What follows belongs to an exercise in optimizing a design on an open flow for small area; a production flow would make more cautious choices.
In this exercise RTL edits were held to simulation tests only and were not proved equivalent to the original.
Power and IR drop assume default switching activity.

$ cat flow/config.mk
export PLATFORM = sky130hd
export DESIGN_NAME = ridge_engine
export DESIGN_NICKNAME = ridge_engine
export VERILOG_FILES = /design/flow/design.v
export SDC_FILE = /design/flow/constraint.sdc
export NUM_CORES = 4
export LEC_CHECK = 0
export CAP_MARGIN = 20
export CORE_MARGIN = 2
export CORE_UTILIZATION = 30
export SLEW_MARGIN = 20
$ cat flow/constraint.sdc
create_clock -name core_clock -period 30.0 [get_ports {clk}]
set_input_delay 6.0000 -clock core_clock [delete_from_list [all_inputs] [get_ports {clk}]]
set_output_delay 6.0000 -clock core_clock [all_outputs]
set_load 0.01 [all_outputs]
$ cat flow/design.v
module ridge_engine #(
    parameter NCMP = 8
) (
    input  wire         clk,
    input  wire         rst,             
    input  wire         beat,            
    input  wire         addend_we,
    input  wire [31:0]  addend_int,
    input  wire [39:0]  addend_frac,
    input  wire         cfg_we,
    input  wire [19:0]  cfg_jump_ns,     
    input  wire [13:0]  cfg_slew_max,    
    input  wire         corr_valid,
    input  wire         corr_dpll,       
    input  wire [63:0]  corr_val,        
    input  wire [13:0]  corr_rate,       
    input  wire         step_valid,
    input  wire         step_use_req,
    input  wire [63:0]  step_val,        
    input  wire         cmp_we,
    input  wire [2:0]   cmp_sel,
    input  wire         cmp_wr_en,
    input  wire         cmp_wr_periodic,
    input  wire         cmp_wr_late_act,
    input  wire [63:0]  cmp_wr_tgt,
    input  wire [63:0]  cmp_wr_per,
    output reg  [63:0]  count,
    output reg  [63:0]  slew_rem,        
    output reg          slewing,
    output reg          step_needed,
    output reg  [63:0]  req_step,
    output reg          corr_ack,
    output reg          corr_nak,
    output reg          step_nak,
    output reg          step_done,
    output reg  [63:0]  step_amount,
    output reg          cfg_err,
    output reg  [NCMP-1:0] cmp_en,
    output reg  [NCMP-1:0] cmp_fire,
    output reg  [NCMP-1:0] cmp_late
);
    localparam [31:0] NOM_INT  = 32'h0000_CCCC;
    localparam [39:0] NOM_FRAC = 40'hCC_CCCC_CCCC;
    localparam [19:0] JUMP_DEF = 20'd100;
    localparam [13:0] SLEW_DEF = 14'd50;
    localparam [50:0] OFS_MUL  = 51'd1934281311383407;
    reg  [39:0]  frac;
    reg  [31:0]  add_int;
    reg  [39:0]  add_frac;
    reg  [19:0]  jump_cfg, jump_act;
    reg  [13:0]  smax_cfg, smax_act;
    reg  signed [79:0] pend;             
    reg  [13:0]  named_rate;             
    reg  signed [63:0] req_ref;          
    reg  signed [63:0] step_acc;
    reg          step_pend;
    reg          usereq_pend;
    reg  [63:0]  tgt  [0:NCMP-1];
    reg  [63:0]  per  [0:NCMP-1];
    reg  [NCMP-1:0] periodic;
    reg  [NCMP-1:0] late_act;
    reg  [NCMP-1:0] first;               
    wire signed [64:0] sum_with_req = {step_acc[63], step_acc} + {req_step[63], req_step};
    wire use_req_now  = beat && usereq_pend && step_needed;
    wire sum_req_ok   = (sum_with_req[64] == sum_with_req[63]) &&
                        (sum_with_req[63:0] != 64'h8000_0000_0000_0000);
    wire req_included = use_req_now && sum_req_ok;
    wire [63:0] step_total = req_included ? sum_with_req[63:0] : step_acc;
    wire step_apply   = beat && (step_pend || req_included);
    wire req_dropped  = beat && usereq_pend && !req_included;
    wire [13:0] rate_eff = (named_rate != 14'd0 && named_rate < smax_act) ? named_rate : smax_act;
    wire [64:0] ofs_prod = rate_eff * OFS_MUL + 65'd16777216;
    wire [39:0] ofs      = ofs_prod[64:25];
    wire        pend_neg = pend[79];
    wire [79:0] pend_mag = pend_neg ? -pend : pend;
    wire        slew_run = (slewing || beat) && (pend != 80'sd0) && !step_apply;
    wire        last_tick = pend_mag <= {40'd0, ofs};
    wire signed [79:0] slew_app = !slew_run ? 80'sd0 :
                                  last_tick ? pend :
                                  pend_neg  ? -$signed({40'd0, ofs}) : $signed({40'd0, ofs});
    wire signed [79:0] pend_base = step_apply ? 80'sd0 : pend - slew_app;
    wire signed [104:0] corr_sum = {{25{pend_base[79]}}, pend_base} +
                                   {{1{corr_val[63]}}, corr_val, 40'd0};
    wire [104:0] corr_mag  = corr_sum[104] ? -corr_sum : corr_sum;
    wire [104:0] jump_lim  = {29'd0, jump_act, 56'd0};
    wire corr_ok   = corr_valid && (corr_mag <= jump_lim);
    wire corr_bad  = corr_valid && !corr_ok;
    wire signed [79:0] pend_next = corr_ok ? corr_sum[79:0] : pend_base;
    wire [13:0] named_next =
        (pend_next == 80'sd0) ? 14'd0 :
        (corr_ok && !corr_dpll && corr_rate != 14'd0 &&
         (named_rate == 14'd0 || corr_rate < named_rate)) ? corr_rate :
        step_apply ? 14'd0 : named_rate;
    function [63:0] trunc_ru;
        input [79:0] v;
        reg   [79:0] m;
        begin
            m = v[79] ? -v : v;
            m = m >> 40;
            trunc_ru = v[79] ? -m[63:0] : m[63:0];
        end
    endfunction
    wire [63:0] pend_base_ru = trunc_ru(pend_base);
    wire [63:0] pend_next_ru = trunc_ru(pend_next);
    wire [103:0] inc = {32'd0, add_int, add_frac} + {{24{slew_app[79]}}, slew_app};
    wire [103:0] cnt_next = {count, frac} + inc + (step_apply ? {step_total, 40'd0} : 104'd0);
    wire signed [63:0] acc_base = beat ? 64'sd0 : step_acc;
    wire signed [64:0] acc_sum  = {acc_base[63], acc_base} + {step_val[63], step_val};
    wire acc_ok = (acc_sum[64] == acc_sum[63]) && (acc_sum[63:0] != 64'h8000_0000_0000_0000);
    wire usereq_base = beat ? 1'b0 : usereq_pend;
    wire need_base = step_apply ? 1'b0 : (corr_ok && corr_dpll) ? 1'b0 : step_needed;
    wire refuse_dpll = corr_bad && corr_dpll;
    integer i;
    always @(posedge clk) begin
        if (rst) begin
            count       <= 64'd0;
            frac        <= 40'd0;
            add_int     <= NOM_INT;
            add_frac    <= NOM_FRAC;
            jump_cfg    <= JUMP_DEF;
            jump_act    <= JUMP_DEF;
            smax_cfg    <= SLEW_DEF;
            smax_act    <= SLEW_DEF;
            pend        <= 80'sd0;
            named_rate  <= 14'd0;
            req_ref     <= 64'sd0;
            step_acc    <= 64'sd0;
            step_pend   <= 1'b0;
            usereq_pend <= 1'b0;
            slew_rem    <= 64'd0;
            slewing     <= 1'b0;
            step_needed <= 1'b0;
            req_step    <= 64'd0;
            corr_ack    <= 1'b0;
            corr_nak    <= 1'b0;
            step_nak    <= 1'b0;
            step_done   <= 1'b0;
            step_amount <= 64'd0;
            cfg_err     <= 1'b0;
            cmp_en      <= {NCMP{1'b0}};
            cmp_fire    <= {NCMP{1'b0}};
            cmp_late    <= {NCMP{1'b0}};
            periodic    <= {NCMP{1'b0}};
            late_act    <= {NCMP{1'b0}};
            first       <= {NCMP{1'b0}};
            for (i = 0; i < NCMP; i = i + 1) begin
                tgt[i] <= 64'd0;
                per[i] <= 64'd0;
            end
        end else begin
            {count, frac} <= cnt_next;
            if (addend_we) begin
                add_int  <= addend_int;
                add_frac <= addend_frac;
            end
            cfg_err <= 1'b0;
            if (cfg_we) begin
                if (cfg_jump_ns >= 20'd1 && cfg_jump_ns <= 20'd1000000)
                    jump_cfg <= cfg_jump_ns;
                else
                    cfg_err <= 1'b1;
                if (cfg_slew_max >= 14'd1 && cfg_slew_max <= 14'd10000)
                    smax_cfg <= cfg_slew_max;
                else
                    cfg_err <= 1'b1;
            end
            if (beat) begin
                jump_act <= jump_cfg;
                smax_act <= smax_cfg;
            end
            pend       <= pend_next;
            named_rate <= named_next;
            slew_rem   <= pend_next_ru;
            slewing    <= (slewing || beat) && !step_apply && (pend_next != 80'sd0);
            corr_ack   <= corr_ok;
            corr_nak   <= corr_bad;
            if (refuse_dpll) begin
                step_needed <= 1'b1;
                req_ref     <= corr_val;
                req_step    <= pend_base_ru + corr_val;
            end else if (!need_base) begin
                step_needed <= 1'b0;
                req_step    <= 64'd0;
            end else if (beat) begin
                req_step    <= pend_base_ru + req_ref;
            end
            step_done <= step_apply;
            if (step_apply)
                step_amount <= step_total;
            step_nak <= req_dropped;
            if (beat) begin
                step_acc    <= 64'sd0;
                step_pend   <= 1'b0;
                usereq_pend <= 1'b0;
            end
            if (step_valid) begin
                if (step_use_req) begin
                    if (!need_base || usereq_base)
                        step_nak <= 1'b1;
                    else
                        usereq_pend <= 1'b1;
                end else begin
                    if (acc_ok) begin
                        step_acc  <= acc_sum[63:0];
                        step_pend <= 1'b1;
                    end else begin
                        step_nak  <= 1'b1;
                    end
                end
            end
            for (i = 0; i < NCMP; i = i + 1) begin
                cmp_fire[i] <= 1'b0;
                first[i]    <= 1'b0;
                if (cmp_we && cmp_sel == i[2:0])
                    cmp_late[i] <= 1'b0;
                if (cmp_en[i]) begin
                    if (first[i] && $signed(tgt[i] - count) < 0) begin
                        cmp_late[i] <= 1'b1;
                        if (late_act[i]) begin
                            cmp_fire[i] <= 1'b1;
                            if (periodic[i]) tgt[i] <= tgt[i] + per[i];
                            else             cmp_en[i] <= 1'b0;
                        end else begin
                            cmp_en[i] <= 1'b0;
                        end
                    end else if ($signed(tgt[i] - count) <= 0) begin
                        cmp_fire[i] <= 1'b1;
                        if (periodic[i]) tgt[i] <= tgt[i] + per[i];
                        else             cmp_en[i] <= 1'b0;
                    end
                end
                if (cmp_we && cmp_sel == i[2:0]) begin
                    if (cmp_en[i]) begin
                        cmp_en[i] <= cmp_wr_en;
                    end else begin
                        cmp_en[i]    <= cmp_wr_en;
                        first[i]     <= cmp_wr_en;
                        periodic[i]  <= cmp_wr_periodic;
                        late_act[i]  <= cmp_wr_late_act;
                        tgt[i]       <= cmp_wr_tgt;
                        per[i]       <= cmp_wr_per;
                    end
                end
            end
        end
    end
endmodule
$ cat flow/run.sh
#!/bin/bash
# synth_recipe.tcl (not shown) runs the flow's synth.tcl, then flattens the netlist and writes it again
# the make line also repeats each setting of config.mk as NAME=value (left out here)
make -C /OpenROAD-flow-scripts/flow DESIGN_CONFIG=/design/flow/config.mk WORK_HOME=/design/flow/orfs CLKGATE_MAP_FILE= SYNTH_SCRIPT=/design/flow/synth_recipe.tcl finish
==> run notes <==
metal layers:
layer / track usage (%) / vias up / share of wire, %
met5: 0 / - / 0.037
met4: 16.2 / 52 / 7.4
met3: 4.53 / 1684 / 7.7
met2: 40.3 / 7395 / 42
met1: 35.1 / 87400 / 43
li1: - / 84500 / -
timing repair:
| action | 4_1_cts | 5_1_grt |
|---|---|---|
| buffers inserted | 0 | 2 |
| hold buffers | 0 | 0 |
| endpoints found under the setup margin | 0 | 78 |
| gates resized for setup | 0 | 9 |
Yosys cell counts (205+ instances only):
master	count
a211oi_1	445
fa_1	378
nand3_1	448
a21o_1	683
clkbuf_1	858
nand4_1	215
nand2b_1	339
ha_1	1884
mux2_2	251
mux2i_1	720
and2_1	205
nor2b_1	336
o21ai_0	1208
and3_1	383
a31oi_1	232
nor2_1	1767
inv_1	1276
o21a_1	282
a21oi_1	2476
nor3_1	476
xnor2_1	929
nand2_1	2939
xor2_1	475
dfxtp_1	1739
registers in the layout, summed over array words and instances (netlist names), 64 cells and up:
signal / cells
step_acc: 64
pend: 80
slew_rem: 64
req_ref: 64
req_step: 64
per: 512
count: 64
step_amount: 64
tgt: 512
power breakdown:
group          switching [W]  internal [W]
logic                 0.0128       0.00726
registers           0.000326       0.00258
clock network        0.00126       0.00171
total                 0.0144        0.0115
stage by stage:
| stage | cells | cell area (um2) | hold slack (ns) | total power, W |
|---|---|---|---|---|
| 2_1_floorplan | 23400 | 177000 | 0.431 | 0.0162 |
| 3_3_place_gp | 31200 | 193000 | 0.439 | 0.0225 |
| 3_5_place_dp | 31200 | 193000 | 0.444 | 0.0224 |
| 4_1_cts | 31600 | 201000 | 0.453 | 0.0255 |
| 5_1_grt | 31600 | 201000 | 0.464 | 0.0277 |
| 6_report | 31700 | 201000 | 0.453 | 0.0259 |
cell type report:
class	count	area [um2]	share of cell area [%]
timing repair buffer	1021	9420	4.69
antenna	64	160	0.0797
clock buffer	295	6280	3.13
clock inverter	111	1430	0.714
sequential	1739	34800	17.3
inverter	1279	4810	2.40
multi-input combinational	19300	134000	66.8
tap	7810	9770	4.86
worst max-delay path by stage:
| stage | startpoint | end | depth (start not counted) |
|---|---|---|---|
| floorplan | smax_act[1] | slew_rem[30] | 124 |
| global placement | smax_act[1] | slew_rem[30] | 111 |
| detailed placement | smax_act[1] | slew_rem[30] | 111 |
| CTS | smax_act[1] | slew_rem[30] | 111 |
| global route | smax_act[1] | slew_rem[30] | 115 |
| finish | smax_act[1] | slew_rem[30] | 114 |
tightest hold or removal path, cell delays in order, from the launching register on:
cell and delay (ns):
dfxtp_1 0.31, nand2_1 0.05, a21oi_1 0.05
logic make-up (layout without fill, tap and decap cells):
family / count (synthesis) / after routing / synth area share (%)
other cells: 0 / 64 / 0
compound gates: 6810 / 6810 / 24.2
mux: 971 / 971 / 5.65
fa+ha+maj: 2264 / 2264 / 17.6
flops: 1739 / 1739 / 19.6
buf+inv: 2313 / 2706 / 5.05
simple gates: 7894 / 7895 / 21.0
xor+xnor: 1406 / 1406 / 6.95
==> reports/metrics.cfg <==
[logic_synthesis]
synth.avg_cell_area_um2=7.59
synth_area_mm2=0.177
synth-main-ff-cell=dfxtp_1
async_flop_share_pct=0
synthTopCellsByArea=dfxtp_1 (20%), ha_1 (13%), a21oi_1 (7.0%)
synth_enable_flop_cells=0
syn_inst=23400
ys_warn_count=3
synth_seq_area_share_pct=19.6
syn_nets=26100
ys_types=121
yosysTopAreaCell=dfxtp_1
yosysTopAreaCellShare_pct=19.6
ys_ff_latch=1739

[power_and_ir_drop]
powerDensity_mw_per_mm2=129
ir_worst_vdd_uv=105
power_leakage_nw=86.5

[sta]
max_clock_freq_ghz=0.0356
setup_tns_ns=0
slew_headroom_pct=10.9
setup_slack_ns=1.92
worstMarginPinSlew_ns=1.32
skew_ns=0.122
rsz0062_at_grt=no
setup_viol=0
hold_violations=0
fin_crit_ns=28.08
drv_slew=0
fin_crit_sh_pct=93.6

[clock_network]
worstSkewPairLatency_ns=1.03
cts.clk_slew.worst_paths_ns=0.06
root_buffer=clkbuf_16
cts.sinks=1739
cts_tree=yes
clockBufferDepth=4
cts_max_level=4
cts_buffers=223

[floorplanning]
num_rows=282
core_mm2=0.590
io_pins=679
die_w_um=773
die_h_um=773
die_area_mm2=0.598
start_util_pct=30.1

[finish]
nFillCells=62300
layout_common_cells=nand2_1 (2932), a21oi_1 (2474), ha_1 (1884)
final_util_pct=34.1
syn2layout_area_growth_pct=13.2
final_nets=26300
drive_gt1_share_pct=5.45
final_common_cell=nand2_1

[global_route]
grt_pass1_wl_um=1190000
first_global_vias=166000
antenna_found_initial=117
grt.overflow.total=0
track_usage_pct=26.6
grt_max_degree=154

[drt]
wl_per_cell_um=26.5
viasPerCell=5.72
drtIter0Drc=18400
antenna_left=0
drt_wl_total_um=839000
num_vias=181000
dr.pass1.iters=6
drc=0

[critical_path]
cp_max_fo=33
endpoint_kind=register
crit_required_ns=30.82
crit_top_cell=o21a_1
critPathKind=reg2reg
r2r_end=slew_rem[30]
cp_slowest_cell=or4b_4
reg2reg_from=smax_act[1]
max_stage_delay_ns=0.80
crit_arrival_ns=28.90
r2r_cells=114
start_kind=register
path_buf_inv=11
regToRegSetupSlack_ns=1.92
cp_top_family=compound AO/OA/AOI/OAI gates

[placement]
gp_congestion=1.01
portBuffers=678
post-place-ws_ns=1.53
hpwl_um=663000

[min_path]
hold_path_end=step_amount[9]
hp-class=reg2reg
min_from=step_amount[9]
whs_path_depth=2

[run]
drv_cap=0

[status]
status=finished clean

## separate check: timing with driven ports
The flow's constraints put no driver on any port. The routed layout listed below was extracted and timed again, unchanged, in two steps.
Step 1: set_driving_cell puts a clkbuf_16 on clk and a buf_2 on each other input, an assumption about the parent block.
Step 2, shift: input delay + t, output delay - t, t = (earliest + latest rising clock arrival at the registers) / 2. This alone moves slack from input paths to output paths.
Three values: no drivers, after step 1, after step 2; two values: the first two.
shift t [ns]: 1.096
setup slack, ns: 1.922 / 1.922 / 1.922
hold WS [ns]: 0.453 / 0.453 / 0.453
cell pins on the clock port's net: 1
After both steps this run still meets setup and hold. The setup slack of this run moves by 0.000 ns with the drivers and by 0.000 ns with both steps.
